This design comes from an exercise in tuning for small area and a short achievable clock period on the open sky130 flow, not from production work.
The RTL was checked by simulation tests, not by an equivalence proof against the original design.
No driver is modelled on the clock port, so clock power and skew are understated where the tree is cut down; a real chip needs a root buffer or a tree.

==> flow/design.v, too long to show whole: its modules and the start of the top module <==
// module line_decoder: 1679 lines
// module ld_a211oi_1: 3 lines
// module ld_a21boi_0: 3 lines
// module ld_a21o_1: 3 lines
// module ld_a21oi_1: 3 lines
// module ld_a22oi_1: 3 lines
// module ld_a31oi_1: 3 lines
// module ld_a32oi_1: 3 lines
// module ld_and2_0: 3 lines
// module ld_and3_1: 3 lines
// module ld_and4_1: 3 lines
// module ld_inv_1: 3 lines
// module ld_nand2_1: 3 lines
// module ld_nand2b_1: 3 lines
// module ld_nand3_1: 3 lines
// module ld_nand3b_1: 3 lines
// module ld_nand4_1: 3 lines
// module ld_nor2_1: 3 lines
// module ld_nor2b_1: 3 lines
// module ld_nor3_1: 3 lines
// module ld_nor4_1: 3 lines
// module ld_o21ai_0: 3 lines
// module ld_o22ai_1: 3 lines
// module ld_o311ai_0: 3 lines
// module ld_o41ai_1: 3 lines
// module ld_or2_0: 3 lines
// module ld_xnor2_1: 3 lines
// module ld_xor2_1: 3 lines
module line_decoder (
    input  wire         clk,
    input  wire         rst,
    input  wire         in_valid,
    input  wire [144:0] in_code,
    output reg          out_valid,
    output reg  [127:0] out_data,
    output reg  [16:0]  out_check,
    output reg  [1:0]   out_status
);
  // ...
==> flow/flow/run.sh <==
#!/bin/bash
# Standard ORFS layout (the standard.sh) with two changes:
#  - port buffers use the smallest plain buffer (buf_1) instead of the default delay cell;
#  - clock tree synthesis without dummy load cells.
set -euo pipefail
bash standard.sh \
  "BUFFER_PORTS_ARGS=-buffer_cell sky130_fd_sc_hd__buf_1" \
  "CTS_ARGS=-sink_clustering_enable -repair_clock_nets -dont_use_dummy_load -sink_clustering_size 16 -sink_clustering_max_diameter 60 -buf_list sky130_fd_sc_hd__clkbuf_8" \
  finish > standard.log 2>&1
==> flow/standard.sh <==
#!/bin/bash
# synth_recipe.tcl (not shown) runs the flow's synth.tcl, then flattens the netlist and writes it again
# the make line also repeats each setting of config.mk as NAME=value (left out here)
make -C /OpenROAD-flow-scripts/flow DESIGN_CONFIG=/design/flow/config.mk WORK_HOME=/design/flow/orfs CLKGATE_MAP_FILE= SYNTH_SCRIPT=/design/flow/synth_recipe.tcl "${@:-finish}"
==> flow/config.mk <==
export PLATFORM = sky130hd
export DESIGN_NAME = line_decoder
export DESIGN_NICKNAME = line_decoder
export VERILOG_FILES = /design/flow/design.v
export SDC_FILE = /design/flow/constraint.sdc
export NUM_CORES = 4
export LEC_CHECK = 0
export CAP_MARGIN = 10
export CORE_MARGIN = 2
export CORE_UTILIZATION = 68
export CTS_BUF_LIST = sky130_fd_sc_hd__clkbuf_8
export CTS_CLUSTER_DIAMETER = 60
export CTS_CLUSTER_SIZE = 16
export SLEW_MARGIN = 10
export SYNTH_HIERARCHICAL = 1
==> flow/constraint.sdc <==
create_clock -name core_clock -period 40.0 [get_ports {clk}]
set_input_delay 8.0000 -clock core_clock [delete_from_list [all_inputs] [get_ports {clk}]]
set_output_delay 8.0000 -clock core_clock [all_outputs]
set_load 0.01 [all_outputs]
==> reports/summary.txt, run 1 <==
Total GRT Usage -> 43.7%
Seq/Total Area, Yosys -> 46.9%
Smallest setup slack after layout -> 30880 ps
Placed Cells -> 2645
Most frequent cells in the layout -> xor2_1, dfxtp_1, buf_1
Iteration-0 DRC Markers -> 2427
Ys Warns -> 7
Status -> timing/DRC/antenna clean
CTS buffer count -> 39
H-tree levels -> 2
I/O pin cnt -> 296
Postcts setup bufs -> 0
Comb_multi_in -> 1458
TritonCTS clock tree -> yes
Pin count of the biggest net entering global routing -> 104
Signal inverters -> 26
Synth cell count leaders -> xor2_1, dfxtp_1, nand2_1, nor2_1, xnor2_1
Row count -> 62
Total number of vias -> 16.5k
Final hold vios -> 0
Worst slew pin tran -> 1290 ps
Multi-input logic area -> 10400 sq um
PortBufs -> 295
Clock buffer depth -> 3
Final Core Density -> 76.8%
Seq cells -> 462
Setup TNS -> 0 ps
HP Start -> r_code[34]
Final Cycle Share -> 22.8%
Clock buf count -> 39
Met1 WL -> 25200 um
GRT busiest layer -> met2
==> inputs of run 2 (changes only) <==
--- a/flow/config.mk
+++ b/flow/config.mk
@@ -9,3 +9,3 @@
 export CORE_MARGIN = 2
-export CORE_UTILIZATION = 68
+export CORE_UTILIZATION = 65
 export CTS_BUF_LIST = sky130_fd_sc_hd__clkbuf_8
@@ -13,2 +13,3 @@
 export CTS_CLUSTER_SIZE = 16
+export GPL_TIMING_DRIVEN = 0
 export SLEW_MARGIN = 10
==> reports/summary.txt, run 2 <==
Root Buffer -> clkbuf_8
Syn-to-layout area delta -> 11.9%
CTS buffer count -> 38 (-2.6%)
Synth cell count leaders -> xor2_1, dfxtp_1, nand2_1, nor2_1, xnor2_1
Seq/Total Area, Yosys -> 46.9% (unchanged)
Setup Crit Path Kind -> flip-flop to output port
Placed Cells -> 2639 (-0.23%)
Initial antenna violation count -> 0
Top flop regs -> m_data: 145 flops, r_code: 145 flops, out_data: 128 flops
Worst Setup SP -> out_data[55]
Filler cell count -> 2081
Worst slew pin tran -> 1340 ps (+50.5 ps)
Mean routed wirelength per cell -> 24.6 um
Total GRT Usage -> 40.6% (-3.1 points)
Post-Layout Cell Count -> 2680
Critical path cell sequence -> buf_1
Worst-path clk slew -> 100 ps
HP Start -> r_code[73]
Reg2Reg Setup Slack -> 31320 ps
Skew-Pair Late Insertion Delay -> 580 ps
CP arrival -> 1100 ps
Post-synth top area share -> 46.9%
Library cells used by synthesis -> 29
H-tree levels -> 2 (unchanged)
Row count -> 63 (+1.6%)
Slowest stage delay, CP -> 360 ps
Placeable Area -> 29700 sq um
Required @ worst endpoint -> 32000 ps
Stages on the worst setup path -> 1
Max Clock Freq -> 0.110 GHz
# setup viols final -> 0
Most frequent cells in the layout -> xor2_1, dfxtp_1, buf_1
RSZ-0062 raised after global routing -> no
CP Capture Point -> out_data[55]
DRC violations left -> 0
Post-synth EDFFs -> 0
Mean area per synthesized cell -> 10.1 sq um
Final wirelength -> 66000 um
Most common cell after layout, fill and taps aside -> xor2_1
Ys async rst share -> 0%
CP delay by family, top -> flip-flops
Crit Reg-Reg Endpoint -> m_e[2]
Relative slew slack -> 10.4%
Remaining Overflow, GRT -> 0
Tmin final -> 9100 ps
I/O pin cnt -> 296 (unchanged)
Clock buffer depth -> 3 (unchanged)
Primary FF master, synth -> dfxtp_1
Antenna-violating nets left -> 0
Clk sinks -> 462
Worst setup EP type -> output port
Quantity of gates resized following cts -> 0
Initial Util -> 66.3%
Synthesized net count -> 2094
Final hold vios -> 0 (unchanged)
Ys Warns -> 7 (unchanged)
HP Class -> flip-flop to flip-flop
Total die area -> 31700 sq um
Global-route wire length before repair -> 93600 um
Die Wd -> 178 um
First-pass detailed-route iteration total -> 13
Buf+Inv Stages, Crit Path -> 1
Dpl hpwl -> 49100 um
Pin count of the biggest net entering global routing -> 26 (-75%)
Critical-path top delay cell -> dfxtp_1
PortBufs -> 295 (unchanged)
Crit path launch type -> flip-flop
Fin Clk Skew -> 68.0 ps
Layout cell share with drive strength beyond 1 -> 3.89%
Final Cycle Share -> 22.8% (-0.040 points)
Post-synthesis cell area -> 19700 sq um
Critical R2R Launch -> r_code[9]
Setup TNS -> 0 ps (unchanged)
CP max FO -> 1
TritonCTS clock tree -> yes
Iteration-0 DRC Markers -> 2458 (+1.3%)
Via/cell ratio -> 6.01
Die Y -> 178 um
Top post-synthesis cells by area -> dfxtp_1, xor2_1, xnor2_1
Slew Limit Fails -> 0
Syn Inst Count -> 1946
Status -> timing/DRC/antenna clean
Final #Nets -> 2438
Vias in the first global route -> 15.5k
CTS Hold Bufs -> 0
Most frequent cell after synthesis -> xor2_1
Postcts setup bufs -> 0 (unchanged)
Synth area leader -> dfxtp_1
Worst r2r path cells -> 25
Gpl congestion -> 1.02
Max-cap violations -> 0
Seq cells post-synth -> 462
Total number of vias -> 16.1k (-2.3%)
==> run 2: cell counts after synthesis <==
No cell type changed its count.
==> run 2: cell families after synthesis <==
| group | Yosys count | synth area share (%) |
|---|---|---|
| DFF | 462 | 46.9 |
| and+or+nand+nor | 453 | 10.2 |
| buffers and inverters | 26 | 0.495 |
| AOI/OAI and AO/OA | 209 | 7.00 |
| xor gates and xnor gates | 796 | 35.4 |
==> run 2: layer usage <==
metal  GRT usage (%)  share of wire, %  up-vias
met5               0                 0        -
met4            19.9               5.7        0
met3            11.5                13      281
met2            62.7                43     1233
met1            52.3                38     7503
li1                -                 -     7096
==> run 2: layout make-up <==
cell class | instances | area [sq um] | share of cell area [%]
multi-input combinational | 1458 | 10400 | 47.3
tap | 390 | 488 | 2.21
antenna | 2 | 5.00 | 0.0227
timing repair buffer | 304 | 1240 | 5.64
sequential | 462 | 9250 | 42.0
inverter | 26 | 97.6 | 0.443
clock buffer | 38 | 523 | 2.37
==> run 2: worst min-delay path by stage <==
stage          slack [ps]  cells past startpoint           to
2_1_floorplan         350                      0    m_data[0]
3_3_place_gp          350                      0   m_data[35]
3_5_place_dp          350                      0   m_data[73]
4_1_cts               360                      0  m_data[114]
5_1_grt               360                      0  m_data[114]
6_report              360                      0   m_data[73]
==> run 2: per-stage QoR <==
step / setup WS (ps) / hold WS (ps) / util, % / area, sq um
after floorplan: 29720 / 349 / - / 19700
after global placement: 25240 / 354 / 71.7 / 21300
after detailed placement: 31490 / 353 / 72.2 / 21500
after CTS: 30870 / 363 / 74.0 / 22000
after global routing: 30850 / 356 / 74.2 / 22000
final: 30900 / 363 / 74.2 / 22000
==> run 2: Yosys stat by module (local to each module, per instance), a selection <==
module	cell area [sq um]	flops+latches
ld_o22ai_1	6.26	0
ld_nor2_1	3.75	0
ld_and3_1	6.26	0
ld_xor2_1	8.76	0
ld_o41ai_1	16.3	0
ld_a21oi_1	8.76	0
ld_nand2_1	3.75	0
ld_a211oi_1	12.5	0
ld_nor3_1	10.0	0
==> inputs of run 3 (changes only) <==
--- a/flow/config.mk
+++ b/flow/config.mk
@@ -13,3 +13,2 @@
 export CTS_CLUSTER_SIZE = 16
-export GPL_TIMING_DRIVEN = 0
 export SLEW_MARGIN = 10
==> reports/summary.txt, run 3 <==
Status -> timing/DRC/antenna clean
Design Area, Final -> 22000 sq um (-0.29%)
Clock buffer depth -> 3 (unchanged)
Most frequent cells in the layout -> xor2_1, dfxtp_1, buf_1
Setup TNS -> 0 ps (unchanged)
Worst slew pin tran -> 1260 ps (-80.6 ps)
Critical-path top delay cell -> dfxtp_1
Dpl hpwl -> 48400 um (-1.3%)
First-pass detailed-route iteration total -> 8 (-5)
Post-synth top area share -> 46.9% (unchanged)
Worst setup EP type -> output port
Place WS -> 31510 ps (+19.1 ps)
Worst-path clk slew -> 90 ps (about the same)
I/O pin cnt -> 296 (unchanged)
Final Core Density -> 74.0% (-0.21 points)
Ys Warns -> 7 (unchanged)
Seq/Total Area, Yosys -> 46.9% (unchanged)
Mean area per synthesized cell -> 10.1 sq um (unchanged)
Ys async rst share -> 0% (unchanged)
Slew Limit Fails -> 0 (unchanged)
CP arrival -> 1100 ps (about the same)
Vias in the first global route -> 15.5k (+0.11%)
HP Class -> flip-flop to flip-flop
Max-cap violations -> 0 (unchanged)
Total number of vias -> 15.9k (-1.5%)
Initial Util -> 66.3% (unchanged)
Quantity of gates resized following cts -> 0 (unchanged)
Final #Nets -> 2449 (+0.45%)
CP delay by family, top -> flip-flops
PortBufs -> 295 (unchanged)
Tmin final -> 9100 ps (-1.70 ps)
Final hold vios -> 0 (unchanged)
Fin Clk Skew -> 75.2 ps (+7.20 ps)
RSZ-0062 raised after global routing -> no
Crit path launch type -> flip-flop
Most frequent cell after synthesis -> xor2_1
Pin count of the biggest net entering global routing -> 77 (+200%)
Gpl congestion -> 1.04 (+1.7%)
Multi-input logic area -> 10400 sq um (-0.72%)
Primary FF master, synth -> dfxtp_1
Most common cell after layout, fill and taps aside -> xor2_1
Top flop regs -> m_data: 145 flops, r_code: 145 flops, out_data: 128 flops
TritonCTS clock tree -> yes
Setup Crit Path Kind -> flip-flop to output port
Buf+Inv Stages, Crit Path -> 1 (unchanged)
Seq cells post-synth -> 462 (unchanged)
Max Clock Freq -> 0.110 GHz (about the same)
CTS Hold Bufs -> 0 (unchanged)
Smallest setup slack after layout -> 30900 ps (+1.70 ps)
Via/cell ratio -> 5.90 (-1.9%)
Register Area -> 9250 sq um (unchanged)
Clk sinks -> 462 (unchanged)
Global-route wire length before repair -> 93000 um (-0.60%)
Layout cell share with drive strength beyond 1 -> 3.91% (+0.025 points)
# setup viols final -> 0 (unchanged)
Syn-to-layout area delta -> 11.6%
Total die area -> 31700 sq um (unchanged)
Remaining Overflow, GRT -> 0 (unchanged)
H-tree levels -> 2 (unchanged)
Relative slew slack -> 15.8% (+5.4 points)
Synth area leader -> dfxtp_1
Total GRT Usage -> 40.2% (-0.41 points)
Library cells used by synthesis -> 29 (unchanged)
Final wirelength -> 65200 um (-1.3%)
Die Wd -> 178 um (unchanged)
Post-synthesis cell area -> 19700 sq um (unchanged)
Antenna-violating nets left -> 0 (unchanged)
CTS buffer count -> 38 (unchanged)
Synth cell count leaders -> xor2_1, dfxtp_1, nand2_1, nor2_1, xnor2_1
Top post-synthesis cells by area -> dfxtp_1, xor2_1, xnor2_1
Root Buffer -> clkbuf_8
Die Y -> 178 um (unchanged)
Filler cell count -> 2201 (+5.8%)
Placeable Area -> 29700 sq um (unchanged)
Mean routed wirelength per cell -> 24.2 um (-1.7%)
Critical path cell sequence -> buf_1
CP max FO -> 1 (unchanged)
Synthesized net count -> 2094 (unchanged)
Post-synth EDFFs -> 0 (unchanged)
Initial antenna violation count -> 1 (+1)
Skew-Pair Late Insertion Delay -> 590 ps (about the same)
Postcts setup bufs -> 0 (unchanged)
Iteration-0 DRC Markers -> 2204 (-10%)
Required @ worst endpoint -> 32000 ps (about the same)
Syn Inst Count -> 1946 (unchanged)
Row count -> 63 (unchanged)
DP Area -> 21500 sq um (about the same)
Final Cycle Share -> 22.8% (about the same)
DRC violations left -> 0 (unchanged)
Slowest stage delay, CP -> 350 ps (about the same)
[run 3: cell counts after synthesis]
No cell type changed its count.
[run 3: worst paths after layout]
path              slack, ps  cells after the start         start           end
setup reg to reg      31870                     26       m_nv[3]  out_data[64]
setup / recovery      30900                      1  out_data[94]  out_data[94]
hold / removal          340                      0    r_code[17]    m_data[17]
hold reg to reg         340                      0    r_code[17]    m_data[17]
[run 3: per-layer routing]
metal  track usage, %  share of wire [%]  up-vias
li1                 -                  -     7110
met1             51.4                 39     7385
met2             62.1                 43     1118
met3             12.2                 12      259
met4             19.1                5.4        0
met5                0                  0        -
[run 3: per-module statistics from Yosys, one instance, submodules excluded, excerpt]
module | copies in the design | flops+latches | cells inside | area, sq um
ld_nand3_1 | 14 | 0 | 1 | 5.00
ld_and2_0 | 2 | 0 | 1 | 6.26
ld_inv_1 | 26 | 0 | 1 | 3.75
ld_or2_0 | 1 | 0 | 1 | 6.26
ld_o22ai_1 | 149 | 0 | 1 | 6.26
ld_nor3_1 | 6 | 0 | 1 | 10.0
ld_a22oi_1 | 2 | 0 | 1 | 12.5
ld_nor4_1 | 5 | 0 | 1 | 12.5
[run 3: final cells by class]
class	count	area share, %
inverter	26	0.444
timing repair buffer	315	5.72
tap	390	2.22
clock buffer	38	2.38
antenna	1	0.0114
sequential	462	42.1
multi-input combinational	1458	47.1
[run 3: kinds of logic (layout without fill, tap and decap cells)]
kind of cell	Yosys count	after routing	share of synthesized area, %
other cells	0	1	0
flops	462	462	46.9
simple gates	453	453	10.2
xor+xnor	796	796	35.4
buf+inv	26	379	0.495
compound gates	209	209	7.00
[run 3: stage by stage]
stage / hold WS (ps) / std cells
floorplan: 349 / 1946
global placement: 353 / 2651
detailed placement: 356 / 2651
CTS: 349 / 2689
global route: 344 / 2689
finish: 339 / 2690
==> inputs of run 4 (changes only) <==
--- a/flow/flow/run.sh
+++ b/flow/flow/run.sh
@@ -7,3 +7,3 @@
   "BUFFER_PORTS_ARGS=-buffer_cell sky130_fd_sc_hd__buf_1" \
-  "CTS_ARGS=-sink_clustering_enable -repair_clock_nets -dont_use_dummy_load -sink_clustering_size 16 -sink_clustering_max_diameter 60 -buf_list sky130_fd_sc_hd__clkbuf_8" \
+  "CTS_ARGS=-sink_clustering_enable -repair_clock_nets -dont_use_dummy_load -sink_clustering_size 20 -sink_clustering_max_diameter 60 -buf_list sky130_fd_sc_hd__clkbuf_8" \
   finish > standard.log 2>&1
--- a/flow/config.mk
+++ b/flow/config.mk
@@ -12,3 +12,3 @@
 export CTS_CLUSTER_DIAMETER = 60
-export CTS_CLUSTER_SIZE = 16
+export CTS_CLUSTER_SIZE = 20
 export SLEW_MARGIN = 10
==> reports/summary.txt, run 4 <==
DRC violations left -> 0 (unchanged)
Placeable Area -> 29700 sq um (unchanged)
Most common cell after layout, fill and taps aside -> xor2_1
Filler cell count -> 2206 (+0.23%)
Mean routed wirelength per cell -> 24.1 um (-0.40%)
Skew-Pair Late Insertion Delay -> 630 ps (+40 ps)
Stages on the worst setup path -> 1 (unchanged)
Worst setup EP type -> output port
Worst-path clk slew -> 120 ps (+30 ps)
Pin count of the biggest net entering global routing -> 77 (unchanged)
Library cells used by synthesis -> 29 (unchanged)
RSZ-0062 raised after global routing -> no
Gpl congestion -> 1.04 (unchanged)
H-tree levels -> 1 (-1)
PortBufs -> 295 (unchanged)
Setup Crit Path Kind -> flip-flop to output port
Crit path launch type -> flip-flop
Mean area per synthesized cell -> 10.1 sq um (unchanged)
Clk sinks -> 462 (unchanged)
Worst slew pin tran -> 1260 ps (-0.418 ps)
Final Cycle Share -> 22.9% (+0.10 points)
Critical path cell sequence -> buf_1
Syn Inst Count -> 1946 (unchanged)
Antenna-violating nets left -> 0 (unchanged)
Top post-synthesis cells by area -> dfxtp_1, xor2_1, xnor2_1
Row count -> 63 (unchanged)
Most frequent cell after synthesis -> xor2_1
Required @ worst endpoint -> 32000 ps (about the same)
Setup TNS -> 0 ps (unchanged)
CTS buffer count -> 30 (-21%)
Post-Layout Cell Count -> 2682 (-0.30%)
CP max FO -> 1 (unchanged)
Total die area -> 31700 sq um (unchanged)
Slowest stage delay, CP -> 360 ps (about the same)
TritonCTS clock tree -> yes
Global-route wire length before repair -> 92800 um (-0.21%)
Reg2Reg Setup Slack -> 31800 ps (-70 ps)
Hold path depth -> 0 (unchanged)
Quantity of gates resized following cts -> 0 (unchanged)
Syn-to-layout area delta -> 11.0%
Clock buffer depth -> 3 (unchanged)
Top flop regs -> m_data: 145 flops, r_code: 145 flops, out_data: 128 flops
Worst r2r path cells -> 26 (unchanged)
Synthesized net count -> 2094 (unchanged)
Root Buffer -> clkbuf_8
Ys Warns -> 7 (unchanged)
CTS Hold Bufs -> 0 (unchanged)
Relative slew slack -> 15.8% (+0.028 points)
Total number of vias -> 15.8k (-0.24%)
Post-synth top area share -> 46.9% (unchanged)
Vias in the first global route -> 15.3k (-1.3%)
Final wirelength -> 64700 um (-0.70%)
# setup viols final -> 0 (unchanged)
Seq/Total Area, Yosys -> 46.9% (unchanged)
CP delay by family, top -> flip-flops
Smallest setup slack after layout -> 30860 ps (-41.3 ps)
Seq cells post-synth -> 462 (unchanged)
Most frequent cells in the layout -> xor2_1, dfxtp_1, buf_1
First-pass detailed-route iteration total -> 8 (unchanged)
Ys async rst share -> 0% (unchanged)
Critical R2R Launch -> m_nv[2]
Post-synthesis cell area -> 19700 sq um (unchanged)
Postcts setup bufs -> 0 (unchanged)
Synth cell count leaders -> xor2_1, dfxtp_1, nand2_1, nor2_1, xnor2_1
Final #Nets -> 2441 (-0.33%)
Initial Util -> 66.3% (unchanged)
Remaining Overflow, GRT -> 0 (unchanged)
Die Wd -> 178 um (unchanged)
Worst Setup SP -> out_data[11]
Initial antenna violation count -> 1 (unchanged)
Final hold vios -> 0 (unchanged)
Placed Cells -> 2651 (unchanged)
Crit Reg-Reg Endpoint -> out_data[74]
Max-cap violations -> 0 (unchanged)
Fin Clk Skew -> 39.1 ps (-36.1 ps)
Status -> timing/DRC/antenna clean
Post-synth EDFFs -> 0 (unchanged)
Via/cell ratio -> 5.90 (about the same)
Synth area leader -> dfxtp_1
Iteration-0 DRC Markers -> 1995 (-9.5%)
Slew Limit Fails -> 0 (unchanged)
I/O pin cnt -> 296 (unchanged)
Place WS -> 31510 ps (unchanged)
Max Clock Freq -> 0.109 GHz (-0.45%)
HP Class -> flip-flop to flip-flop
Dpl hpwl -> 48400 um (unchanged)
Primary FF master, synth -> dfxtp_1
Layout cell share with drive strength beyond 1 -> 3.58% (-0.34 points)
Tmin final -> 9140 ps (+41.3 ps)
Buf+Inv Stages, Crit Path -> 1 (unchanged)
CP Capture Point -> out_data[11]
Die Y -> 178 um (unchanged)
Critical-path top delay cell -> dfxtp_1
CP arrival -> 1140 ps (+40 ps)
Total GRT Usage -> 39.9% (-0.26 points)
-- run 4: cell types whose count changed in the layout (fill, tap and decap cells not counted) --
cell and change:
clkbuf_8 -8
-- run 4: per-layer routing --
layer	GRT usage (%)	share of wire, %	up-vias
li1	-	-	7093
met1	51.8	39	7382
met2	62.3	43	1117
met3	10.8	13	242
met4	18.0	5.3	0
met5	0	0	-
-- run 4: how the worst min path moves through the flow --
stage	start	end
after global routing	r_code[73]	m_data[73]
after floorplan	r_code[0]	m_data[0]
after global placement	r_code[27]	m_data[27]
final	r_code[73]	m_data[73]
after detailed placement	r_code[139]	m_data[139]
after CTS	r_code[73]	m_data[73]
-- run 4: logic make-up (layout without fill, tap and decap cells) --
group / count (synthesis) / count (layout) / share of synthesized area [%]
compound gates: 209 / 209 / 7.00
xor+xnor: 796 / 796 / 35.4
buf+inv: 26 / 371 / 0.495
flops: 462 / 462 / 46.9
other cells: 0 / 1 / 0
simple gates: 453 / 453 / 10.2
-- run 4: Yosys stat by module (local to each module, per instance), a selection --
module | times used | flops+latches | area [sq um] | cells
ld_nand2_1 | 182 | 0 | 3.75 | 1
ld_a32oi_1 | 2 | 0 | 8.76 | 1
ld_and2_0 | 2 | 0 | 6.26 | 1
ld_nand3_1 | 14 | 0 | 5.00 | 1
ld_nand4_1 | 64 | 0 | 6.26 | 1
ld_a21o_1 | 1 | 0 | 7.51 | 1
ld_o21ai_0 | 23 | 0 | 5.00 | 1
ld_xor2_1 | 628 | 0 | 8.76 | 1
ld_nor4_1 | 5 | 0 | 12.5 | 1
ld_a21oi_1 | 11 | 0 | 8.76 | 1
ld_and3_1 | 3 | 0 | 6.26 | 1
ld_o311ai_0 | 2 | 0 | 8.76 | 1
-- run 4: metrics by stage --
| step | hold WS (ps) | util (%) | area, sq um |
|---|---|---|---|
| finish | 321 | 73.6 | 21900 |
| CTS | 326 | 73.6 | 21900 |
| detailed placement | 356 | 72.2 | 21500 |
| global route | 336 | 73.6 | 21900 |
| global placement | 353 | 72.2 | 21500 |
| floorplan | 349 | - | 19700 |
-- run 4: cell type report --
class	instances	area (sq um)	area share, %
inverter	26	97.6	0.446
timing repair buffer	315	1260	5.75
tap	390	488	2.23
sequential	462	9250	42.3
antenna	1	2.50	0.0114
multi-input combinational	1458	10400	47.4
clock buffer	30	413	1.89
==> inputs of run 5 (changes only) <==
--- a/flow/flow/run.sh
+++ b/flow/flow/run.sh
@@ -7,3 +7,3 @@
   "BUFFER_PORTS_ARGS=-buffer_cell sky130_fd_sc_hd__buf_1" \
-  "CTS_ARGS=-sink_clustering_enable -repair_clock_nets -dont_use_dummy_load -sink_clustering_size 20 -sink_clustering_max_diameter 60 -buf_list sky130_fd_sc_hd__clkbuf_8" \
+  "CTS_ARGS=-sink_clustering_enable -repair_clock_nets -dont_use_dummy_load -sink_clustering_size 16 -sink_clustering_max_diameter 60 -root_buf sky130_fd_sc_hd__clkbuf_16 -buf_list sky130_fd_sc_hd__clkbuf_16 -sink_clustering_buffer sky130_fd_sc_hd__clkbuf_8" \
   finish > standard.log 2>&1
--- a/flow/config.mk
+++ b/flow/config.mk
@@ -12,3 +12,3 @@
 export CTS_CLUSTER_DIAMETER = 60
-export CTS_CLUSTER_SIZE = 20
+export CTS_CLUSTER_SIZE = 16
 export SLEW_MARGIN = 10
==> reports/summary.txt, run 5 <==
Status -> timing/DRC/antenna clean
Primary FF master, synth -> dfxtp_1
Seq cells post-synth -> 462 (unchanged)
Clk sinks -> 462 (unchanged)
Die Wd -> 178 um (unchanged)
Hold path depth -> 0 (unchanged)
Tmin final -> 9040 ps (-105 ps)
Placeable Area -> 29700 sq um (unchanged)
CP arrival -> 1040 ps (-100 ps)
Total GRT Usage -> 40.2% (+0.28 points)
Post-Layout Cell Count -> 2689 (+0.26%)
Worst r2r path cells -> 26 (unchanged)
Setup Crit Path Kind -> flip-flop to output port
Mean routed wirelength per cell -> 24.2 um (+0.45%)
Worst Setup SP -> out_data[94]
Worst-path clk slew -> 90 ps (-30 ps)
Most frequent cell after synthesis -> xor2_1
RSZ-0062 raised after global routing -> no
Largest family of logic cells by synthesized area -> XOR/XNOR gates
Row count -> 63 (unchanged)
# setup viols final -> 0 (unchanged)
CTS Hold Bufs -> 0 (unchanged)
Max Clock Freq -> 0.111 GHz (+1.2%)
DP Area -> 21500 sq um (unchanged)
Ant diodes -> 0 (-1)
Synthesized net count -> 2094 (unchanged)
Final wirelength -> 65200 um (+0.72%)
Crit path launch type -> flip-flop
Die Y -> 178 um (unchanged)
Seq/Total Area, Yosys -> 46.9% (unchanged)
Most common cell after layout, fill and taps aside -> xor2_1
Library cells used by synthesis -> 29 (unchanged)
PortBufs -> 295 (unchanged)
Fin Clk Skew -> 61.0 ps (+21.9 ps)
Post-synth EDFFs -> 0 (unchanged)
Max-cap violations -> 0 (unchanged)
Antenna-violating nets left -> 0 (unchanged)
Gpl congestion -> 1.04 (unchanged)
Skew-Pair Late Insertion Delay -> 530 ps (-100 ps)
Slowest stage delay, CP -> 350 ps (about the same)
GR Layer Usage met1 -> 51.4% (-0.39 points)
Synth area leader -> dfxtp_1
Worst slew pin tran -> 1250 ps (-7.66 ps)
Critical R2R Launch -> m_nv[3]
Complex-gate fraction of the synthesized area -> 7.00% (unchanged)
Stages on the worst setup path -> 1 (unchanged)
Remaining Overflow, GRT -> 0 (unchanged)
TritonCTS clock tree -> yes
Required @ worst endpoint -> 32000 ps (about the same)
Initial Util -> 66.3% (unchanged)
Clock buffer depth -> 3 (unchanged)
Syn-to-layout area delta -> 11.8%
Quantity of gates resized following cts -> 0 (unchanged)
Critical-path top delay cell -> dfxtp_1
Worst setup EP type -> output port
Global-route wire length before repair -> 93100 um (+0.30%)
Met2 GRT Util -> 62.2% (-0.097 points)
Hold WS -> 336 ps (+15.2 ps)
Multiplexer area fraction after synthesis -> 0% (unchanged)
Vias in the first global route -> 15.5k (+1.2%)
M3 GR Usage -> 12.0% (+1.3 points)
HP Start -> r_code[17]
DRC violations left -> 0 (unchanged)
Most frequent cells in the layout -> xor2_1, dfxtp_1, buf_1
Slew Limit Fails -> 0 (unchanged)
Relative slew slack -> 16.3% (+0.51 points)
Initial antenna violation count -> 1 (unchanged)
First-pass detailed-route iteration total -> 13 (+5)
Top flop regs -> m_data: 145 flops, r_code: 145 flops, out_data: 128 flops
Placed Cells -> 2651 (unchanged)
Simple logic cell fraction of the synthesized area -> 10.2% (unchanged)
Dpl hpwl -> 48400 um (unchanged)
Smallest setup slack after layout -> 30960 ps (+105 ps)
CTS buffer count -> 38 (+27%)
GRT busiest layer -> met2
Synth cell count leaders -> xor2_1, dfxtp_1, nand2_1, nor2_1, xnor2_1
Layout cell share with drive strength beyond 1 -> 3.91% (+0.34 points)
Root Buffer -> clkbuf_16
Pin count of the biggest net entering global routing -> 77 (unchanged)
I/O pin cnt -> 296 (unchanged)
CP delay by family, top -> flip-flops
Postcts setup bufs -> 0 (unchanged)
Design Area, Final -> 22000 sq um (+0.75%)
H-tree levels -> 2 (+1)
CP max FO -> 1 (unchanged)
Setup TNS -> 0 ps (unchanged)
Adder-Cell Fraction of Synth Area -> 0% (unchanged)
Final Cycle Share -> 22.6% (-0.26 points)
Ys Warns -> 7 (unchanged)
Synth Area in XOR/XNOR -> 35.4% (unchanged)
Buf+Inv Stages, Crit Path -> 1 (unchanged)
Top post-synthesis cells by area -> dfxtp_1, xor2_1, xnor2_1
Mean area per synthesized cell -> 10.1 sq um (unchanged)
Via/cell ratio -> 5.86 (-0.74%)
HP Class -> flip-flop to flip-flop
Critical path cell sequence -> buf_1
Syn Inst Count -> 1946 (unchanged)
Total number of vias -> 15.8k (-0.48%)
Final Core Density -> 74.1% (+0.55 points)
Place WS -> 31510 ps (unchanged)
Post-synthesis cell area -> 19700 sq um (unchanged)
Iteration-0 DRC Markers -> 2274 (+14%)
Final hold vios -> 0 (unchanged)
Post-synth top area share -> 46.9% (unchanged)
Ys async rst share -> 0% (unchanged)
Final #Nets -> 2449 (+0.33%)
Total die area -> 31700 sq um (unchanged)
==> run 5: cell counts after synthesis <==
No cell type changed its count.
==> run 5: worst paths after layout <==
kind | endpoint | slack [ps]
setup / recovery | out_data[94] | 30960
hold / removal | m_data[17] | 340
setup reg to reg | out_data[30] | 31920
hold reg to reg | m_data[17] | 340
==> run 5: cell families (layout without fill, tap and decap cells) <==
| group | after synthesis | after routing |
|---|---|---|
| simple gates | 453 | 453 |
| flops | 462 | 462 |
| buf+inv | 26 | 379 |
| xor+xnor | 796 | 796 |
| compound gates | 209 | 209 |
==> run 5: per-layer routing <==
metal	up-vias	wire length [um]
met5	-	0
met3	230	8140
met1	7347	25400
met4	0	3370
li1	7107	-
met2	1074	28200
==> run 5: per-module statistics from Yosys, one instance, submodules excluded, a selection <==
module,cells,times used
ld_a22oi_1,1,2
ld_a21boi_0,1,2
ld_xnor2_1,1,168
ld_and4_1,1,1
ld_o311ai_0,1,2
ld_or2_0,1,1
ld_nand4_1,1,64
ld_and2_0,1,2
ld_nand2b_1,1,2
ld_nand2_1,1,182
ld_o21ai_0,1,23
ld_a32oi_1,1,2
ld_nor2_1,1,168
ld_nor4_1,1,5
ld_a211oi_1,1,3
ld_and3_1,1,3
==> run 5: cell type report <==
cell class                      instances  area [sq um]
Multi-Input combinational cell       1458         10400
Timing Repair Buffer                  315          1260
Sequential cell                       462          9250
Fill cell                            2191          7680
Clock buffer                           38           579
Inverter                               26          97.6
Tap cell                              390           488
==> run 5: worst reg2reg max path, stage by stage (launching register included) <==
cell	delay, ps
dfxtp_1	490
nand2_1	110
xor2_1	170
xor2_1	270
xor2_1	810
xor2_1	300
xor2_1	290
xor2_1	350
nand2_1	140
xor2_1	250
xor2_1	310
xor2_1	200
xor2_1	230
xor2_1	790
inv_1	520
nor2_1	530
nand2_1	130
nand2_1	100
a32oi_1	100
nor2_1	160
a21oi_2	50
o21ai_1	130
o22ai_1	150
and3_1	260
nor3_4	190
buf_4	600
nor2_1	280
==> inputs of run 6 (changes only) <==
==> flow/flow/run.sh (replaced) <==
#!/bin/bash
# Standard ORFS layout (the standard.sh) with two changes:
#  - port buffers use the smallest plain buffer (buf_1) instead of the default delay cell;
#  - clock tree synthesis without dummy load cells.
set -euo pipefail
bash standard.sh \
  "BUFFER_PORTS_ARGS=-buffer_cell sky130_fd_sc_hd__buf_1" \
  "CTS_ARGS=-sink_clustering_enable -repair_clock_nets -dont_use_dummy_load -sink_clustering_size 20 -sink_clustering_max_diameter 60 -root_buf sky130_fd_sc_hd__clkbuf_16 -buf_list sky130_fd_sc_hd__clkbuf_16 -sink_clustering_buffer sky130_fd_sc_hd__clkbuf_8" \
  finish > standard.log 2>&1
--- a/flow/config.mk
+++ b/flow/config.mk
@@ -12,3 +12,3 @@
 export CTS_CLUSTER_DIAMETER = 60
-export CTS_CLUSTER_SIZE = 16
+export CTS_CLUSTER_SIZE = 20
 export SLEW_MARGIN = 10
==> reports/summary.txt, run 6 <==
Top flop regs -> m_data: 145 flops, r_code: 145 flops, out_data: 128 flops
Vias in the first global route -> 15.3k (-0.94%)
Tmin final -> 9070 ps (+34.1 ps)
Library cells used by synthesis -> 29 (unchanged)
Stages on the worst setup path -> 1 (unchanged)
Hold path depth -> 0 (unchanged)
GRT busiest layer -> met2
Final Cycle Share -> 22.7% (+0.085 points)
Crit path launch type -> flip-flop
Worst setup EP type -> output port
Clock buffer depth -> 3 (unchanged)
Critical path cell sequence -> buf_1
Skew-Pair Late Insertion Delay -> 550 ps (+20 ps)
Seq/Total Area, Yosys -> 46.9% (unchanged)
Postcts setup bufs -> 0 (unchanged)
Max Clock Freq -> 0.110 GHz (-0.38%)
Mean area per synthesized cell -> 10.1 sq um (unchanged)
RSZ-0062 raised after global routing -> no
Placeable Area -> 29700 sq um (unchanged)
Final hold vios -> 0 (unchanged)
Post-synthesis cell area -> 19700 sq um (unchanged)
CP arrival -> 1070 ps (+30 ps)
Final #Nets -> 2441 (-0.33%)
Pin count of the biggest net entering global routing -> 77 (unchanged)
PortBufs -> 295 (unchanged)
Syn-to-layout area delta -> 11.2%
Smallest setup slack after layout -> 30930 ps (-34.1 ps)
Ant diodes -> 0 (unchanged)
Seq cells post-synth -> 462 (unchanged)
DP Area -> 21500 sq um (unchanged)
Most frequent cells in the layout -> xor2_1, dfxtp_1, buf_1
DRC violations left -> 0 (unchanged)
Syn Inst Count -> 1946 (unchanged)
Most common cell after layout, fill and taps aside -> xor2_1
Total die area -> 31700 sq um (unchanged)
Quantity of gates resized following cts -> 0 (unchanged)
CTS Hold Bufs -> 0 (unchanged)
Top post-synthesis cells by area -> dfxtp_1, xor2_1, xnor2_1
Post-synth top area share -> 46.9% (unchanged)
Slowest stage delay, CP -> 350 ps (about the same)
Antenna-violating nets left -> 0 (unchanged)
Initial antenna violation count -> 1 (unchanged)
Fin Clk Skew -> 38.6 ps (-22.4 ps)
Clk sinks -> 462 (unchanged)
HP Class -> flip-flop to flip-flop
Root Buffer -> clkbuf_16
M3 GR Usage -> 10.1% (-1.9 points)
Initial Util -> 66.3% (unchanged)
Total number of vias -> 15.8k (+0.16%)
Remaining Overflow, GRT -> 0 (unchanged)
Critical-path top delay cell -> dfxtp_1
Design Area, Final -> 21900 sq um (-0.60%)
Post-Layout Cell Count -> 2681 (-0.30%)
Slew Limit Fails -> 0 (unchanged)
Synth cell count leaders -> xor2_1, dfxtp_1, nand2_1, nor2_1, xnor2_1
Setup Crit Path Kind -> flip-flop to output port
Primary FF master, synth -> dfxtp_1
Met2 GRT Util -> 62.0% (-0.15 points)
Ys async rst share -> 0% (unchanged)
# setup viols final -> 0 (unchanged)
First-pass detailed-route iteration total -> 9 (-4)
Die Wd -> 178 um (unchanged)
Placed Cells -> 2651 (unchanged)
Most frequent cell after synthesis -> xor2_1
Required @ worst endpoint -> 32000 ps (about the same)
Synthesized net count -> 2094 (unchanged)
Iteration-0 DRC Markers -> 2141 (-5.8%)
Die Y -> 178 um (unchanged)
GR Layer Usage met1 -> 52.4% (+0.98 points)
Place WS -> 31510 ps (unchanged)
H-tree levels -> 1 (-1)
Status -> timing/DRC/antenna clean
Synth area leader -> dfxtp_1
Gpl congestion -> 1.04 (unchanged)
CP delay by family, top -> flip-flops
Mean routed wirelength per cell -> 24.1 um (-0.48%)
Worst r2r path cells -> 26 (unchanged)
Setup TNS -> 0 ps (unchanged)
Row count -> 63 (unchanged)
CP max FO -> 1 (unchanged)
Dpl hpwl -> 48400 um (unchanged)
Total GRT Usage -> 40.0% (-0.16 points)
Layout cell share with drive strength beyond 1 -> 3.58% (-0.34 points)
Worst-path clk slew -> 110 ps (+20 ps)
Global-route wire length before repair -> 93000 um (about the same)
Buf+Inv Stages, Crit Path -> 1 (unchanged)
Max-cap violations -> 0 (unchanged)
Post-synth EDFFs -> 0 (unchanged)
Worst slew pin tran -> 1270 ps (+18.0 ps)
I/O pin cnt -> 296 (unchanged)
CTS buffer count -> 30 (-21%)
Ys Warns -> 7 (unchanged)
TritonCTS clock tree -> yes
Relative slew slack -> 15.1% (-1.2 points)
Final wirelength -> 64700 um (-0.77%)
Via/cell ratio -> 5.89 (+0.46%)
## run 6: worst paths after layout
check               startpoint            to  slack (ps)
setup / recovery  out_data[66]  out_data[66]       30930
hold / removal      r_code[73]    m_data[73]         320
setup reg to reg       m_nv[2]  out_check[4]       31810
hold reg to reg     r_code[73]    m_data[73]         320
## run 6: layout make-up
cell class | count | area (sq um)
inverter | 26 | 97.6
tap | 390 | 488
multi-input combinational | 1458 | 10400
timing repair buffer | 315 | 1260
clock buffer | 30 | 447
sequential | 462 | 9250
fill | 2206 | 7820
## run 6: cells by family after synthesis
logic type,count (synthesis),synth area share (%)
buf+inv,26,0.495
flops,462,46.9
compound gates,209,7.00
simple gates,453,10.2
xor+xnor,796,35.4
## run 6: routing by layer
metal / vias up / part of all wire, %
met4: 0 / 5.8
met1: 7383 / 40
met5: - / 0
met3: 246 / 12
met2: 1051 / 43
li1: 7103 / -
## run 6: modules after synthesis (local to each module, per instance), excerpt
module | area [sq um] | copies in the design | cells inside | flip-flops and latches
ld_a21oi_1 | 8.76 | 11 | 1 | 0
ld_nand3b_1 | 7.51 | 1 | 1 | 0
ld_and3_1 | 6.26 | 3 | 1 | 0
ld_nor2b_1 | 13.8 | 1 | 1 | 0
line_decoder | 9270 | 1 | 465 | 462
ld_o22ai_1 | 6.26 | 149 | 1 | 0
ld_nand2b_1 | 6.26 | 2 | 1 | 0
ld_o41ai_1 | 16.3 | 2 | 1 | 0
## run 6: through the flow
stage | util [%] | hold slack, ps
detailed placement | 72.2 | 356
global route | 73.7 | 336
CTS | 73.7 | 326
floorplan | - | 349
finish | 73.7 | 319
global placement | 72.2 | 353
==> inputs of run 7 (changes only) <==
==> flow/flow/run.sh (replaced) <==
#!/bin/bash
# Standard ORFS layout (the standard.sh) with two changes:
#  - port buffers use the smallest plain buffer (buf_1) instead of the default delay cell;
#  - clock tree synthesis without dummy load cells.
set -euo pipefail
bash standard.sh \
  "BUFFER_PORTS_ARGS=-buffer_cell sky130_fd_sc_hd__buf_1" \
  "CTS_ARGS=-sink_clustering_enable -repair_clock_nets -dont_use_dummy_load -sink_clustering_size 27 -sink_clustering_max_diameter 100 -root_buf sky130_fd_sc_hd__clkbuf_16 -buf_list sky130_fd_sc_hd__clkbuf_16 -sink_clustering_buffer sky130_fd_sc_hd__clkbuf_16" \
  finish > standard.log 2>&1
--- a/flow/config.mk
+++ b/flow/config.mk
@@ -10,5 +10,5 @@
 export CORE_UTILIZATION = 65
-export CTS_BUF_LIST = sky130_fd_sc_hd__clkbuf_8
-export CTS_CLUSTER_DIAMETER = 60
-export CTS_CLUSTER_SIZE = 20
+export CTS_BUF_LIST = sky130_fd_sc_hd__clkbuf_16
+export CTS_CLUSTER_DIAMETER = 100
+export CTS_CLUSTER_SIZE = 27
 export SLEW_MARGIN = 10
==> reports/summary.txt, run 7 <==
Clk sinks -> 462 (unchanged)
Total number of vias -> 15.9k (+0.91%)
HP Start -> r_code[73]
TritonCTS clock tree -> yes
Postcts setup bufs -> 0 (unchanged)
Worst-path clk slew -> 120 ps (about the same)
Final #Nets -> 2432 (-0.37%)
Critical R2R Launch -> m_nv[2]
CTS buffer count -> 21 (-30%)
Most frequent cell after synthesis -> xor2_1
Library cells used by synthesis -> 29 (unchanged)
Total die area -> 31700 sq um (unchanged)
Mean area per synthesized cell -> 10.1 sq um (unchanged)
Crit Reg-Reg Endpoint -> out_data[54]
Hold path depth -> 0 (unchanged)
Register Area -> 9250 sq um (unchanged)
Filler cell count -> 2186 (-0.91%)
Status -> timing/DRC/antenna clean
Mean routed wirelength per cell -> 24.6 um (+1.8%)
Critical-path top delay cell -> dfxtp_1
Die Y -> 178 um (unchanged)
Critical path cell sequence -> buf_1
Place WS -> 31510 ps (unchanged)
Setup Crit Path Kind -> flip-flop to output port
Skew-Pair Late Insertion Delay -> 560 ps (about the same)
Clock buffer depth -> 3 (unchanged)
CP max FO -> 1 (unchanged)
Top routing layer used -> met4
Initial antenna violation count -> 2 (+1)
Final hold vios -> 0 (unchanged)
Seq cells post-synth -> 462 (unchanged)
Dpl hpwl -> 48400 um (unchanged)
CTS Hold Bufs -> 0 (unchanged)
Synth cell count leaders -> xor2_1, dfxtp_1, nand2_1, nor2_1, xnor2_1
Final wirelength -> 65700 um (+1.6%)
Initial Util -> 66.3% (unchanged)
Iteration-0 DRC Markers -> 2226 (+4.0%)
Via/cell ratio -> 5.96 (+1.2%)
Worst slew pin tran -> 1300 ps (+32.9 ps)
Quantity of gates resized following cts -> 0 (unchanged)
Layout cell share with drive strength beyond 1 -> 3.20% (-0.38 points)
Antenna-violating nets left -> 0 (unchanged)
Pin count of the biggest net entering global routing -> 77 (unchanged)
WHS Endpoint -> m_data[73]
Stages on the worst setup path -> 1 (unchanged)
DR WL met3 -> 8140 um (+7.9%)
Vias in the first global route -> 15.5k (+0.95%)
Worst r2r path cells -> 26 (unchanged)
Max-cap violations -> 0 (unchanged)
Syn-to-layout area delta -> 11.6%
Root Buffer -> clkbuf_16
Post-synth top area share -> 46.9% (unchanged)
Top flop regs -> m_data: 145 flops, r_code: 145 flops, out_data: 128 flops
Syn Inst Count -> 1946 (unchanged)
Placeable Area -> 29700 sq um (unchanged)
Primary FF master, synth -> dfxtp_1
Synth area leader -> dfxtp_1
PortBufs -> 295 (unchanged)
Ys Warns -> 7 (unchanged)
# setup viols final -> 0 (unchanged)
Total GRT Usage -> 40.5% (+0.42 points)
Global-route wire length before repair -> 94000 um (+1.1%)
Fin Clk Skew -> 48.1 ps (+9.47 ps)
Reg2Reg Setup Slack -> 31720 ps (-90 ps)
Tmin final -> 9080 ps (+8.70 ps)
Smallest setup slack after layout -> 30920 ps (-8.70 ps)
Multi-input logic area -> 10400 sq um (unchanged)
Die Wd -> 178 um (unchanged)
Buf+Inv Stages, Crit Path -> 1 (unchanged)
Slew Limit Fails -> 0 (unchanged)
Relative slew slack -> 12.9% (-2.2 points)
Row count -> 63 (unchanged)
Post-synthesis cell area -> 19700 sq um (unchanged)
CP arrival -> 1080 ps (about the same)
Seq/Total Area, Yosys -> 46.9% (unchanged)
Slowest stage delay, CP -> 360 ps (about the same)
RSZ-0062 raised after global routing -> no
Worst setup EP type -> output port
Crit path launch type -> flip-flop
First-pass detailed-route iteration total -> 9 (unchanged)
HP Class -> flip-flop to flip-flop
Setup TNS -> 0 ps (unchanged)
DRC violations left -> 0 (unchanged)
CP delay by family, top -> flip-flops
Top post-synthesis cells by area -> dfxtp_1, xor2_1, xnor2_1
Gpl congestion -> 1.04 (unchanged)
H-tree levels -> 1 (unchanged)
Most common cell after layout, fill and taps aside -> xor2_1
Remaining Overflow, GRT -> 0 (unchanged)
Post-synth EDFFs -> 0 (unchanged)
Met1 WL -> 25300 um (-1.2%)
Required @ worst endpoint -> 32000 ps (about the same)
Final Cycle Share -> 22.7% (about the same)
Max Clock Freq -> 0.110 GHz (about the same)
Synthesized net count -> 2094 (unchanged)
I/O pin cnt -> 296 (unchanged)
Routed wl met2 -> 28300 um (+2.1%)
Ys async rst share -> 0% (unchanged)
Most frequent cells in the layout -> xor2_1, dfxtp_1, buf_1
## run 7: per-layer routing
metal | vias up | GRT usage [%]
li1 | 7072 | -
met1 | 7436 | 51.7
met2 | 1139 | 62.8
met3 | 279 | 11.4
met4 | 0 | 20.2
met5 | - | 0
## run 7: worst max path at each step
stage,slack (ps),start,end
3_5_place_dp,31510,out_data[66],out_data[66]
3_3_place_gp,31540,out_data[80],out_data[80]
5_1_grt,30890,out_data[64],out_data[64]
6_report,30920,out_data[123],out_data[123]
4_1_cts,30910,out_data[123],out_data[123]
2_1_floorplan,29720,m_nv[2],out_check[0]
## run 7: cells by family (layout without fill, tap and decap cells)
family | Yosys count | in the layout | synth area share, %
compound gates | 209 | 209 | 7.00
xor+xnor | 796 | 796 | 35.4
buf+inv | 26 | 362 | 0.495
flops | 462 | 462 | 46.9
other cells | 0 | 2 | 0
simple gates | 453 | 453 | 10.2
## run 7: metrics by stage
| stage | cell area (sq um) | hold slack, ps | utilization (%) | instances |
|---|---|---|---|---|
| 5_1_grt | 22000 | 326 | 74.0 | 2673 |
| 4_1_cts | 22000 | 315 | 74.0 | 2672 |
| 3_5_place_dp | 21500 | 356 | 72.2 | 2651 |
| 2_1_floorplan | 19700 | 349 | - | 1946 |
| 3_3_place_gp | 21500 | 353 | 72.2 | 2651 |
| 6_report | 22000 | 309 | 74.0 | 2674 |
## run 7: final cells by class
type	count	share of cell area (%)
tap	390	2.22
antenna	2	0.0228
timing repair buffer	315	5.72
clock buffer	21	2.39
inverter	26	0.444
multi-input combinational	1458	47.1
sequential	462	42.1
## run 7: Yosys stat by module (local to each module, per instance), excerpt
module	cells inside	copies in the design	flops+latches
ld_a22oi_1	1	2	0
ld_nor4_1	1	5	0
ld_a211oi_1	1	3	0
ld_nor3_1	1	6	0
ld_a21oi_1	1	11	0
ld_a32oi_1	1	2	0
ld_xnor2_1	1	168	0
ld_xor2_1	1	628	0
ld_nand3b_1	1	1	0
ld_nand4_1	1	64	0
ld_and2_0	1	2	0
ld_nand2_1	1	182	0
ld_inv_1	1	26	0
==> inputs of run 8 (changes only) <==
==> flow/flow/run.sh (replaced) <==
#!/bin/bash
# Standard ORFS layout (the standard.sh) with these changes:
#  - port buffers use the smallest plain buffer (buf_1) instead of the default delay cell;
#  - clock tree: clkbuf_16 for the upper levels, clkbuf_8 leaf buffers, no dummy loads;
set -euo pipefail
ARGS=(
  "BUFFER_PORTS_ARGS=-buffer_cell sky130_fd_sc_hd__buf_1"
  "CTS_ARGS=-sink_clustering_enable -repair_clock_nets -dont_use_dummy_load -sink_clustering_size 20 -sink_clustering_max_diameter 60 -root_buf sky130_fd_sc_hd__clkbuf_16 -buf_list sky130_fd_sc_hd__clkbuf_16 -sink_clustering_buffer sky130_fd_sc_hd__clkbuf_8"
)
bash standard.sh "${ARGS[@]}" cts > standard_cts.log 2>&1
RR_ODB="$PWD/orfs/results/$FLOW_PLATFORM/line_decoder/base/4_cts.odb" \
  openroad -no_init -exit flow/remove_root.tcl > remove_root.log 2>&1
bash standard.sh "${ARGS[@]}" finish > standard.log 2>&1
==> flow/flow/remove_root.tcl (new file) <==
set odb $::env(RR_ODB)
read_db $odb
set block [ord::get_db_block]
set inst [$block findInst clkbuf_0_clk]
if {$inst == "NULL"} { puts "remove_root: no root buffer, unchanged"; exit 0 }
set a [$inst findITerm A]
set x [$inst findITerm X]
set in_net [$a getNet]
set out_net [$x getNet]
set loads {}
foreach it [$out_net getITerms] { if {[$it getId] != [$x getId]} { lappend loads $it } }
set other 0
foreach it [$in_net getITerms] { if {[$it getId] != [$a getId]} { incr other } }
if {[llength $loads] + $other > 4 || [llength [$out_net getBTerms]] > 0 || [llength [$in_net getBTerms]] != 1} {
  puts "remove_root: port would feed [expr {[llength $loads] + $other}] pins, unchanged"
  exit 0
}
foreach it $loads { $it disconnect; $it connect $in_net }
$a disconnect
$x disconnect
odb::dbInst_destroy $inst
odb::dbNet_destroy $out_net
puts "remove_root: clock port now drives [llength [$in_net getITerms]] pins"
write_db $odb
--- a/flow/config.mk
+++ b/flow/config.mk
@@ -10,5 +10,5 @@
 export CORE_UTILIZATION = 65
-export CTS_BUF_LIST = sky130_fd_sc_hd__clkbuf_16
-export CTS_CLUSTER_DIAMETER = 100
-export CTS_CLUSTER_SIZE = 27
+export CTS_BUF_LIST = sky130_fd_sc_hd__clkbuf_8
+export CTS_CLUSTER_DIAMETER = 60
+export CTS_CLUSTER_SIZE = 20
 export SLEW_MARGIN = 10
==> reports/summary.txt, run 8 <==
Slowest stage delay, CP -> 350 ps (about the same)
Worst slew pin tran -> 1290 ps (-14.6 ps)
Remaining Overflow, GRT -> 0 (unchanged)
Pin count of the biggest net entering global routing -> 77 (unchanged)
Primary FF master, synth -> dfxtp_1
Antenna-violating nets left -> 0 (unchanged)
Initial antenna violation count -> 1 (-1)
DP Area -> 21500 sq um (unchanged)
Top post-synthesis cells by area -> dfxtp_1, xor2_1, xnor2_1
Fin Clk Skew -> 41.5 ps (-6.62 ps)
Filler cell count -> 2208 (+1.0%)
Setup TNS -> 0 ps (unchanged)
Critical-path top delay cell -> dfxtp_1
Mean routed wirelength per cell -> 24.1 um (-1.8%)
RSZ-0062 raised after global routing -> no
Row count -> 63 (unchanged)
Iteration-0 DRC Markers -> 2180 (-2.1%)
CTS Hold Bufs -> 0 (unchanged)
Synth area leader -> dfxtp_1
Initial Util -> 66.3% (unchanged)
Library cells used by synthesis -> 29 (unchanged)
Mean area per synthesized cell -> 10.1 sq um (unchanged)
Required @ worst endpoint -> 32000 ps (about the same)
CP arrival -> 940 ps (-140 ps)
Gpl congestion -> 1.04 (unchanged)
Hold WS -> 321 ps (+11.7 ps)
Layout cell share with drive strength beyond 1 -> 3.54% (+0.34 points)
Global-route wire length before repair -> 93000 um (-1.1%)
Register Area -> 9250 sq um (unchanged)
Slew Limit Fails -> 0 (unchanged)
PortBufs -> 295 (unchanged)
Total number of vias -> 15.9k (-0.36%)
Critical R2R Launch -> m_nv[2]
# setup viols final -> 0 (unchanged)
Relative slew slack -> 13.9% (+0.97 points)
Ant diodes -> 0 (-2)
Final Cycle Share -> 22.4% (-0.35 points)
Top flop regs -> m_data: 145 flops, r_code: 145 flops, out_data: 128 flops
Hold path depth -> 0 (unchanged)
Die Y -> 178 um (unchanged)
Clk sinks -> 462 (unchanged)
Quantity of gates resized following cts -> 0 (unchanged)
Syn-to-layout area delta -> 11.0%
Place WS -> 31510 ps (unchanged)
CP max FO -> 1 (unchanged)
Most frequent cell after synthesis -> xor2_1
Stages on the worst setup path -> 1 (unchanged)
Setup Crit Path Kind -> flip-flop to output port
Design Area, Final -> 21900 sq um (-0.49%)
Via/cell ratio -> 5.92 (-0.59%)
Synth cell count leaders -> xor2_1, dfxtp_1, nand2_1, nor2_1, xnor2_1
Total die area -> 31700 sq um (unchanged)
HP Class -> flip-flop to flip-flop
Post-synth EDFFs -> 0 (unchanged)
Seq/Total Area, Yosys -> 46.9% (unchanged)
Synthesized net count -> 2094 (unchanged)
Final hold vios -> 0 (unchanged)
WHS Endpoint -> m_data[73]
Max-cap violations -> 0 (unchanged)
First-pass detailed-route iteration total -> 7 (-2)
Buf+Inv Stages, Crit Path -> 1 (unchanged)
Reg2Reg Setup Slack -> 31770 ps (+50 ps)
Worst-path clk slew -> 110 ps (about the same)
Seq cells post-synth -> 462 (unchanged)
Vias in the first global route -> 15.3k (-1.1%)
CP delay by family, top -> flip-flops
Final wirelength -> 64700 um (-1.6%)
Postcts setup bufs -> 0 (unchanged)
Post-synthesis cell area -> 19700 sq um (unchanged)
Critical path cell sequence -> buf_1
Crit Reg-Reg Endpoint -> out_check[4]
Dpl hpwl -> 48400 um (unchanged)
Ys async rst share -> 0% (unchanged)
I/O pin cnt -> 296 (unchanged)
DRC violations left -> 0 (unchanged)
Skew-Pair Late Insertion Delay -> 420 ps (-140 ps)
Crit path launch type -> flip-flop
Ys Warns -> 7 (unchanged)
Smallest setup slack after layout -> 31060 ps (+138 ps)
Die Wd -> 178 um (unchanged)
Syn Inst Count -> 1946 (unchanged)
Most frequent cells in the layout -> xor2_1, dfxtp_1, buf_1
Tmin final -> 8940 ps (-138 ps)
Max Clock Freq -> 0.112 GHz (+1.5%)
Placeable Area -> 29700 sq um (unchanged)
Total GRT Usage -> 40.0% (-0.50 points)
Worst r2r path cells -> 26 (unchanged)
Multi-input logic area -> 10400 sq um (unchanged)
Most common cell after layout, fill and taps aside -> xor2_1
HP Start -> r_code[73]
Final #Nets -> 2440 (+0.33%)
Post-synth top area share -> 46.9% (unchanged)
Status -> timing/DRC/antenna clean
Worst setup EP type -> output port
run 8: cell counts after synthesis:
Identical to the previous run, type by type.
run 8: how the worst max path moves through the flow:
stage,start,end
after global placement,out_data[80],out_data[80]
after detailed placement,out_data[66],out_data[66]
final,out_data[66],out_data[66]
after floorplan,m_nv[2],out_check[0]
after global routing,out_data[64],out_data[64]
after CTS,out_data[64],out_data[64]
run 8: cell type report:
| type | count | area share (%) |
|---|---|---|
| multi-input cells | 1458 | 47.4 |
| clock buffers | 29 | 1.93 |
| well taps | 390 | 2.23 |
| flip-flops and latches | 462 | 42.3 |
| inverters | 26 | 0.446 |
| repair buffers | 315 | 5.75 |
run 8: layer usage:
layer	routed length, um	vias up	global-route usage [%]
li1	-	7094	-
met3	7890	245	10.0
met5	0	-	0
met1	25300	7387	52.4
met2	27900	1142	62.0
met4	3610	0	18.6
run 8: per-module statistics from Yosys (local to each module, per instance), excerpt:
module / flops+latches / area [sq um] / copies in the design / cells inside
ld_nand3_1: 0 / 5.00 / 14 / 1
ld_a211oi_1: 0 / 12.5 / 3 / 1
ld_and4_1: 0 / 8.76 / 1 / 1
ld_a21oi_1: 0 / 8.76 / 11 / 1
ld_o22ai_1: 0 / 6.26 / 149 / 1
ld_xor2_1: 0 / 8.76 / 628 / 1
ld_or2_0: 0 / 6.26 / 1 / 1
ld_and2_0: 0 / 6.26 / 2 / 1
ld_o21ai_0: 0 / 5.00 / 23 / 1
run 8: cells by family (layout without fill, tap and decap cells):
kind of cell | after synthesis | count (layout) | synth area share, %
xor+xnor | 796 | 796 | 35.4
flops | 462 | 462 | 46.9
simple gates | 453 | 453 | 10.2
compound gates | 209 | 209 | 7.00
buf+inv | 26 | 370 | 0.495
run 8: metrics by stage:
stage,std cells,util [%]
6_report,2680,73.6
5_1_grt,2680,73.6
4_1_cts,2681,73.7
3_5_place_dp,2651,72.2
3_3_place_gp,2651,72.2
2_1_floorplan,1946,-

## re-timing with driven ports
Ports are ideal in the flow. The routed layouts listed here were re-timed in OpenROAD. Step 1: set_driving_cell puts a clkbuf_16 on clk and a buf_2 on each other input, an assumption about the parent block. Step 2 times the ports against the registers' clock, not the clock port: input delays grow and output delays shrink by t, the midpoint of the rising clock arrivals with the driver on. a / b / c = ideal / step 1 / step 2; a / b = the first two.
| run | t, ns | slack for setup (ns) | hold WS [ns] | slew at the worst register clock pin (ns) | pins driven straight from the clock port |
|---|---|---|---|---|---|
| run 1 | 0.598 | 30.880 / 30.830 / 31.428 | 0.331 / 0.331 / 0.331 | 0.10 / 0.10 | 1 |
| run 2 | 0.596 | 30.896 / 30.846 / 31.319 | 0.363 / 0.363 / 0.363 | 0.10 / 0.10 | 1 |
| run 3 | 0.596 | 30.898 / 30.849 / 31.444 | 0.339 / 0.339 / 0.339 | 0.11 / 0.11 | 1 |
| run 4 | 0.661 | 30.857 / 30.808 / 31.470 | 0.321 / 0.321 / 0.321 | 0.12 / 0.12 | 1 |
| run 5 | 0.544 | 30.962 / 30.908 / 31.452 | 0.336 / 0.336 / 0.336 | 0.11 / 0.11 | 1 |
| run 6 | 0.585 | 30.928 / 30.875 / 31.460 | 0.319 / 0.319 / 0.319 | 0.12 / 0.12 | 1 |
| run 7 | 0.597 | 30.919 / 30.864 / 31.461 | 0.309 / 0.309 / 0.309 | 0.12 / 0.12 | 1 |
| run 8 | 0.470 | 31.057 / 30.989 / 31.459 | 0.321 / 0.321 / 0.321 | 0.12 / 0.12 | 2 |
After both steps setup and hold are still met in every run listed.
